From an optimization exercise on the open Yosys and OpenROAD flow, aimed at small area and a short achievable clock period; shortcuts taken in it are not production practice.
Where RTL was checked, it was by simulation tests only, not by an equivalence proof against the original.
No activity file was given, so power comes from the tool's default toggle rates.

== the baseline ==
// fmtconv
module fmtconv (
    input  wire        clk,
    input  wire        rst,           
    input  wire        in_valid,
    input  wire [3:0]  src_fmt,
    input  wire [3:0]  dst_fmt,
    input  wire [1:0]  rnd,           
    input  wire        sat,
    input  wire        strict,
    input  wire        flush,
    input  wire [31:0] in_data,
    output reg         out_valid,
    output reg  [31:0] out_data,
    output reg  [6:0]  out_flags,     
    output reg         out_range      
);
    reg        r_valid;
    reg [11:0] r_soh;         
    reg        r_ineg;        
    reg        r_bad;
    reg        r_sint;        
    reg [3:0]  r_dst;
    reg [1:0]  r_rnd;
    reg        r_sat, r_strict, r_flush;
    reg [31:0] r_data;
    always @(posedge clk) begin
        if (rst) r_valid <= 1'b0;
        else     r_valid <= in_valid;
        r_soh    <= 12'd1 << src_fmt;
        r_ineg   <= ((src_fmt == 4'h7) & in_data[31]) | ((src_fmt == 4'h8) & in_data[7])
                  | ((src_fmt == 4'hA) & in_data[3]);
        r_bad    <= (src_fmt > 4'hB) || (dst_fmt > 4'hB);
        r_sint   <= (src_fmt >= 4'h7) && (src_fmt <= 4'hB);
        r_dst    <= dst_fmt;
        r_rnd    <= rnd;
        r_sat    <= sat;
        r_strict <= strict;
        r_flush  <= flush;
        r_data   <= in_data;
    end
    wire        d_sign, d_zero, d_inf, d_nan, d_snan, d_flushed, d_int;
    wire [31:0] d_m;
    wire [4:0]  d_lz;
    wire signed [9:0] d_ash;
    wire signed [9:0] d_eb0;
    wire        d_sub;
    fc_decode u_dec (
        .soh(r_soh), .ineg(r_ineg), .sint(r_sint), .dst(r_dst), .d(r_data), .flush_eff(r_flush | ~r_strict),
        .sign(d_sign), .is_zero(d_zero), .is_inf(d_inf), .is_nan(d_nan), .is_snan(d_snan),
        .flushed(d_flushed), .is_int(d_int), .m_raw(d_m), .lz(d_lz), .ash(d_ash), .eb0(d_eb0), .sub(d_sub));
    wire [5:0] r_kn = (r_dst == 4'h0) ? 6'd31 :
                      (r_dst == 4'h1) ? 6'd44 :
  ...
Size: about 2800 cells after synthesis, ~250 flip-flops, roughly 89 I/O pins, roughly 18000 um2 of cells after synthesis.
Settings: LEC_CHECK=0, ABC_AREA=1, CAP_MARGIN=20, CORE_MARGIN=2, CORE_UTILIZATION=30, SLEW_MARGIN=20; clock period 18.0 ns.
standard.sh (not shown) runs the stock make flow with config.mk's settings and CLKGATE_MAP_FILE= SYNTH_SCRIPT=/design/flow/synth_recipe.tcl, a recipe that flattens the netlist after the stock synthesis.
==> flow/flow/run.sh <==
#!/bin/bash
# The standard layout flow (standard.sh), with the input and output ports
# buffered by buf_2 cells instead of the delay buffers that buffer_ports
# picks by default. standard.sh's full output goes to standard.log.
export BUFFER_PORTS_ARGS="-buffer_cell sky130_fd_sc_hd__buf_2"
bash standard.sh > standard.log 2>&1
Changes in the candidate relative to the baseline:
- ABC_AREA: 1 -> unset
## What came out
Higher total number of vias was reported by the candidate, not the baseline. A dominant combinational cell family by area after synthesis of compound AO/OA/AOI/OAI gates is what the candidate shows, while simple AND/OR/NAND/NOR gates belongs to the baseline. Comparing the baseline and the candidate, average detailed-routed wire length per instance is lower on the baseline. The candidate ended up with s2_cy$_DFF_P_ as its termination of the worst setup path; the baseline ended up with s1_tn[4]$_DFF_P_. Arrival time of data at the critical path endpoint was lower in the run labelled the baseline. NOTE: routing usage on met1 in the candidate exceeds that of the baseline.
No run of this note included a check of the RTL's function; only the layout flow was run.

---

Another version of the RTL of fmtconv (not shown whole).
Size: about 230 flip-flops, roughly 17000 µm² of cells after synthesis.
clock: 18.0 ns
lec_check: 0
abc_area: 1
cap_margin: 20
core_margin: 2
core_utilization: 40
cts_cluster_diameter: 120
cts_cluster_size: 32
slew_margin: 20
Scripts as last shown in full above: flow/flow/run.sh
Change:
==> flow/run.sh (new file) <==
#!/bin/bash
# synth_recipe.tcl (not shown) runs the flow's synth.tcl, then flattens the netlist and writes it again
# the make line also repeats each setting of config.mk as NAME=value (left out here)
make -C /OpenROAD-flow-scripts/flow DESIGN_CONFIG=/design/flow/config.mk WORK_HOME=/design/flow/orfs CLKGATE_MAP_FILE= SYNTH_SCRIPT=/design/flow/synth_recipe.tcl finish
==> flow/config.mk (replaced) <==
export PLATFORM = sky130hd
export DESIGN_NAME = fmtconv
export DESIGN_NICKNAME = fmtconv
export VERILOG_FILES = /design/flow/design.v
export SDC_FILE = /design/flow/constraint.sdc
export NUM_CORES = 4
export LEC_CHECK = 0
export CAP_MARGIN = 20
export CORE_MARGIN = 2
export CORE_UTILIZATION = 55
export CTS_BUF_LIST = sky130_fd_sc_hd__clkbuf_8
export CTS_CLUSTER_SIZE = 30
export SLEW_MARGIN = 20
removed: flow/flow/run.sh
removed: flow/standard.sh
- The changed run passed the timing, design-rule and antenna checks
- register-to-register slack degrades by 0.79 ns
- global-route usage came out higher by 6.6 points
- total power barely changes
- non-clock buffer count came out higher by 14
- via count came out lower slightly
- routed wire length came out lower by roughly a tenth
Change:
--- a/flow/config.mk
+++ b/flow/config.mk
@@ -8,6 +8,4 @@
 export CAP_MARGIN = 20
 export CORE_MARGIN = 2
-export CORE_UTILIZATION = 55
-export CTS_BUF_LIST = sky130_fd_sc_hd__clkbuf_8
-export CTS_CLUSTER_SIZE = 30
+export CORE_UTILIZATION = 30
 export SLEW_MARGIN = 20
What happened: The changed run passed the timing, design-rule and antenna checks. Final area climbs by 2.7%. First-iteration DRC count drops by 19%. Via count drops by 2.6%.

---

fmtconv, a different RTL version from the one above (not shown whole).
Size: roughly 2,700 cells after synthesis, roughly 230 flip-flops, about 89 I/O pins, about 17,000 µm² of cells after synthesis.
export LEC_CHECK = 0
export ABC_AREA = 1
export CAP_MARGIN = 20
export CORE_MARGIN = 2
export CORE_UTILIZATION = 30
export CTS_CLUSTER_DIAMETER = 120
export CTS_CLUSTER_SIZE = 32
export SLEW_MARGIN = 20
create_clock -name core_clock -period 18.0 [get_ports {clk}]
==> flow/flow/run.sh <==
#!/bin/bash
# The standard layout flow (standard.sh), with the input and output ports
# buffered by buf_2 cells instead of the delay buffers that buffer_ports
# picks by default. standard.sh's full output goes to standard.log.
export BUFFER_PORTS_ARGS="-buffer_cell sky130_fd_sc_hd__buf_2"
bash standard.sh > standard.log 2>&1
The starting point ran to the end with no violations.
Rerun with:
CTS_CLUSTER_DIAMETER = 100   (was 120)
CTS_CLUSTER_SIZE = 25   (was 32)
=> Fmax stays flat; synthesized cell count stays the same; combinational power hardly moves; final cell count hardly moves; design area goes up by 0.75%; critical path depth is unchanged; clock skew goes up by 17 ps; total power goes up by 2.6%; via count goes up by about 0.36%; setup slack barely changes.
No functional check of the RTL was part of any run of this note.

---

fmtconv, a different RTL version from the one above (not shown whole).
Size: ~260 flip-flops, roughly 18,000 sq um of cells after synthesis.
// fmtconv
module fmtconv (
    input  wire        clk,
    input  wire        rst,           
    input  wire        in_valid,
    input  wire [3:0]  src_fmt,
    input  wire [3:0]  dst_fmt,
    input  wire [1:0]  rnd,           
    input  wire        sat,
    input  wire        strict,
    input  wire        flush,
    input  wire [31:0] in_data,
    output reg         out_valid,
    output reg  [31:0] out_data,
    output reg  [6:0]  out_flags,     
    output reg         out_range      
);
    reg        r_valid;
    reg [11:0] r_soh;         
    reg        r_ineg;        
    reg        r_bad;
    reg        r_sint;        
    reg [3:0]  r_dst;
    reg [1:0]  r_rnd;
    reg        r_sat, r_strict, r_flush;
    reg [31:0] r_data;
    always @(posedge clk) begin
        if (rst) r_valid <= 1'b0;
        else     r_valid <= in_valid;
        r_soh    <= 12'd1 << src_fmt;
        r_ineg   <= ((src_fmt == 4'h7) & in_data[31]) | ((src_fmt == 4'h8) & in_data[7])
                  | ((src_fmt == 4'hA) & in_data[3]);
        r_bad    <= (src_fmt > 4'hB) || (dst_fmt > 4'hB);
        r_sint   <= (src_fmt >= 4'h7) && (src_fmt <= 4'hB);
        r_dst    <= dst_fmt;
        r_rnd    <= rnd;
        r_sat    <= sat;
        r_strict <= strict;
        r_flush  <= flush;
        r_data   <= in_data;
    end
    wire        d_sign, d_zero, d_inf, d_nan, d_snan, d_flushed, d_int;
    wire [31:0] d_m;
    wire [4:0]  d_lz;
    wire signed [9:0] d_ash;
    wire signed [9:0] d_eb0;
    wire        d_ecz;
  ...
Settings: LEC_CHECK=0, ABC_AREA=1, CAP_MARGIN=20, CORE_MARGIN=2, CORE_UTILIZATION=30, CTS_CLUSTER_DIAMETER=80, CTS_CLUSTER_SIZE=20, SLEW_MARGIN=20; clock period 18.0 ns.
Scripts as last shown in full above: flow/flow/run.sh
The baseline ran to the end with no violations.
Rerun with:
==> flow/run.sh (new file) <==
#!/bin/bash
# synth_recipe.tcl (not shown) runs the flow's synth.tcl, then flattens the netlist and writes it again
# the make line also repeats each setting of config.mk as NAME=value (left out here)
make -C /OpenROAD-flow-scripts/flow DESIGN_CONFIG=/design/flow/config.mk WORK_HOME=/design/flow/orfs CLKGATE_MAP_FILE= SYNTH_SCRIPT=/design/flow/synth_recipe.tcl finish
- ABC_AREA: 1 -> default
- CTS_CLUSTER_DIAMETER: 80 -> default
- CTS_CLUSTER_SIZE: 20 -> default
removed: flow/flow/run.sh
removed: flow/standard.sh
Sequential cell count does not change.
Synthesized area is lower by 2.2%.
Count of clock-buffer cells in the layout goes up by 14.
Sequential power goes up by 5.3%.
Wire length fell by 0.53%.
Die area drops by 2.2%.
Global-route usage came out higher by 0.29 points.
Hold slack got worse by 0.0073 ns.
Power fell by 1.5%.
Via count came out lower by 5.8%.
Rerun with:
==> flow/flow/run.sh (new file) <==
#!/bin/bash
# The standard layout flow (standard.sh), with the input and output ports
# buffered by buf_2 cells instead of the delay buffers that buffer_ports
# picks by default. standard.sh's full output goes to standard.log.
export BUFFER_PORTS_ARGS="-buffer_cell sky130_fd_sc_hd__buf_2"
bash standard.sh > standard.log 2>&1
==> flow/standard.sh (new file) <==
#!/bin/bash
# synth_recipe.tcl (not shown) runs the flow's synth.tcl, then flattens the netlist and writes it again
# the make line also repeats each setting of config.mk as NAME=value (left out here)
make -C /OpenROAD-flow-scripts/flow DESIGN_CONFIG=/design/flow/config.mk WORK_HOME=/design/flow/orfs CLKGATE_MAP_FILE= SYNTH_SCRIPT=/design/flow/synth_recipe.tcl "${@:-finish}"
- ABC_AREA: default -> 1
- CTS_CLUSTER_DIAMETER: default -> 100
- CTS_CLUSTER_SIZE: default -> 25
removed: flow/run.sh
After rerunning:
- worst setup slack gains 0.52 ns
- wire length climbs by 0.70%
- via count climbs by 6.1%
- power climbs by 0.97%
- design area drops by 1.1%
- clock-buffer cell count drops by 17
- cell count climbs by 17%
- area after synthesis climbs by 2.2%
- sequential share of layout area climbs by 0.26 points

---

Setup of main:
Starting RTL as in the previous note.
Design fmtconv, start of the top module:
module fmtconv (
    input  wire        clk,
    input  wire        rst,           
    input  wire        in_valid,
    input  wire [3:0]  src_fmt,
    input  wire [3:0]  dst_fmt,
    input  wire [1:0]  rnd,           
    input  wire        sat,
    input  wire        strict,
    input  wire        flush,
    input  wire [31:0] in_data,
    output reg         out_valid,
    output reg  [31:0] out_data,
    output reg  [6:0]  out_flags,     
    output reg         out_range      
);
export LEC_CHECK = 0
export ABC_AREA = 1
export CAP_MARGIN = 20
export CORE_MARGIN = 2
export CORE_UTILIZATION = 30
export SLEW_MARGIN = 20
create_clock -name core_clock -period 18.0 [get_ports {clk}]
==> flow/flow/run.sh <==
#!/bin/bash
# The standard layout flow (standard.sh), with the input and output ports
# buffered by buf_2 cells instead of the delay buffers that buffer_ports
# picks by default. standard.sh's full output goes to standard.log.
export BUFFER_PORTS_ARGS="-buffer_cell sky130_fd_sc_hd__buf_2"
bash standard.sh > standard.log 2>&1
Relative to main, the following input files were edited for the feature branch:
- removing ABC_AREA (formerly 1)
==> run summary <==
The feature branch and main all finish clean. The feature branch consumes less power than main does. Taking main as the reference point, the first-pass GRT wire length of the feature branch falls by 1.2%. Clock latency reported for the late side of the worst-skew pair for the feature branch is lower than for main. A critical setup path kind of reg2out is what main shows, while reg2reg belongs to the feature branch. Clock power (the feature branch over main): decrease, about 3.7%.

---

fmtconv with an RTL version that a note above also has.
For scale: roughly 0.017 sq mm of cells after synthesis.
Settings: LEC_CHECK=0, CAP_MARGIN=20, CORE_MARGIN=2, CORE_UTILIZATION=55, SLEW_MARGIN=20; clock period 18.0 ns.
run.sh (not shown) runs the stock make flow with config.mk's settings and CLKGATE_MAP_FILE= SYNTH_SCRIPT=/design/flow/synth_recipe.tcl, a recipe that flattens the netlist after the stock synthesis.
Stock flow here: none of the scripts above is used.
==> next run, changes <==
==> flow/flow/run.sh (new file) <==
#!/bin/bash
# The standard layout flow (standard.sh), with the input and output ports
# buffered by buf_2 cells instead of the delay buffers that buffer_ports
# picks by default. standard.sh's full output goes to standard.log.
export BUFFER_PORTS_ARGS="-buffer_cell sky130_fd_sc_hd__buf_2"
bash standard.sh > standard.log 2>&1
==> flow/standard.sh (new file) <==
#!/bin/bash
# synth_recipe.tcl (not shown) runs the flow's synth.tcl, then flattens the netlist and writes it again
# the make line also repeats each setting of config.mk as NAME=value (left out here)
make -C /OpenROAD-flow-scripts/flow DESIGN_CONFIG=/design/flow/config.mk WORK_HOME=/design/flow/orfs CLKGATE_MAP_FILE= SYNTH_SCRIPT=/design/flow/synth_recipe.tcl "${@:-finish}"
- ABC_AREA: not set -> 1
- CORE_UTILIZATION: 55 -> 30
- CTS_CLUSTER_DIAMETER: not set -> 120
- CTS_CLUSTER_SIZE: not set -> 32
removed: flow/run.sh
=> The changed run went through all stages and came out clean. First-iteration DRC count decreases by a little under a tenth. Synthesized cell count came out higher by about a fifth. Global-route usage drops by 16 points. Clock skew is higher by 0.018 ns. Die area goes up by well over a third. Final area goes down slightly. Register-to-register slack improved by 0.92 ns. Total power falls by a few percent. Final cell count climbs by a quarter to a third. Count of clock-buffer cells in the layout went down by 18.
==> next run, changes <==
- CORE_UTILIZATION: 30 -> 50
- CTS_CLUSTER_DIAMETER: 120 -> not set
- CTS_CLUSTER_SIZE: 32 -> not set
The changed run produced a clean layout.
Synthesized cell count stays the same.
Die area falls by 39%.
Setup slack got worse by 0.046 ns.
==> next run, changes <==
- CORE_UTILIZATION: 50 -> 30
- CTS_CLUSTER_DIAMETER: not set -> 150
- CTS_CLUSTER_SIZE: not set -> 28
Result: The changed run completed without violations; final cell count goes up by about 9%; setup slack is better by 0.064 ns; sequential power barely changes; hold slack is better by 0.015 ns; design area goes down by 0.53%; critical path depth does not change; die area goes up by 65%.
==> next run, changes <==
- CTS_CLUSTER_DIAMETER: 150 -> not set
- CTS_CLUSTER_SIZE: 28 -> not set
Effect: Global-route usage hardly moves. Power climbs by 8.0%. First-iteration DRC count hardly moves. Wire length is about the same. Die area stays the same. Via count stays flat. Fmax drops by 0.76%. Sequential cell count is unchanged. Hold slack is worse by 0.0080 ns. Core utilization climbs by 0.81 points. Clock-buffer cell count climbs by 15.

what the ideal ports hide:
How much do the figures lean on ideal ports? The routed layouts below were timed once more, with nothing changed but the port constraints. Step 1: set_driving_cell puts a clkbuf_16 on clk and a buf_2 on each other input, an assumption about the parent block. Step 2 times the ports against the registers' clock, not the clock port: input delays grow and output delays shrink by t, the midpoint of the rising clock arrivals with the driver on. a / b / c = ideal ports / drivers / drivers and shift; a / b = the first two.
| run | shift t [ns] | setup slack, ns | worst hold slack (ns) | slew at the worst register clock pin (ns) | worst slew at a driven data input, ns |
|---|---|---|---|---|---|
| the baseline | 0.612 | 13.099 / 13.099 / 13.099 | 0.327 / 0.327 / 0.327 | 0.07 / 0.07 | 0.04 |
| the candidate | 0.625 | 12.876 / 12.876 / 12.876 | 0.325 / 0.325 / 0.325 | 0.07 / 0.07 | 0.04 |
| the first run of note 2 | 0.555 | 13.386 / 13.342 / 13.386 | 0.338 / 0.338 / 0.338 | 0.11 / 0.11 | 0.04 |
| the second run of note 2 | 0.627 | 12.599 / 12.599 / 12.599 | 0.324 / 0.324 / 0.324 | 0.08 / 0.08 | 0.03 |
| the third run of note 2 | 0.623 | 12.641 / 12.641 / 12.641 | 0.324 / 0.324 / 0.324 | 0.06 / 0.06 | 0.04 |
| the first run of note 3 | 0.544 | 13.361 / 13.361 / 13.361 | 0.328 / 0.328 / 0.328 | 0.12 / 0.12 | 0.03 |
| the second run of note 3 | 0.550 | 13.362 / 13.362 / 13.362 | 0.333 / 0.333 / 0.333 | 0.10 / 0.10 | 0.03 |
| the first run of note 4 | 0.603 | 13.427 / 13.372 / 13.724 | 0.329 / 0.329 / 0.329 | 0.08 / 0.08 | 0.05 |
| the second run of note 4 | 0.607 | 12.896 / 12.896 / 12.896 | 0.322 / 0.322 / 0.322 | 0.06 / 0.06 | 0.04 |
| the third run of note 4 | 0.603 | 13.413 / 13.361 / 13.724 | 0.332 / 0.332 / 0.332 | 0.10 / 0.10 | 0.05 |
| main | 0.639 | 13.391 / 13.339 / 13.720 | 0.315 / 0.315 / 0.315 | 0.07 / 0.07 | 0.05 |
| the feature branch | 0.621 | 12.962 / 12.962 / 12.962 | 0.321 / 0.321 / 0.321 | 0.06 / 0.06 | 0.03 |
| the first run of note 6 | 0.593 | 12.619 / 12.619 / 12.619 | 0.324 / 0.324 / 0.324 | 0.06 / 0.06 | 0.03 |
| the second run of note 6 | 0.550 | 13.418 / 13.362 / 13.544 | 0.338 / 0.338 / 0.338 | 0.12 / 0.12 | 0.04 |
| the third run of note 6 | 0.619 | 13.373 / 13.315 / 13.590 | 0.321 / 0.321 / 0.321 | 0.07 / 0.07 | 0.03 |
| the fourth run of note 6 | 0.558 | 13.436 / 13.375 / 13.543 | 0.335 / 0.335 / 0.335 | 0.12 / 0.12 | 0.04 |
| the fifth run of note 6 | 0.599 | 13.401 / 13.343 / 13.592 | 0.327 / 0.327 / 0.327 | 0.07 / 0.07 | 0.04 |
After both steps setup and hold are still met in every run listed.
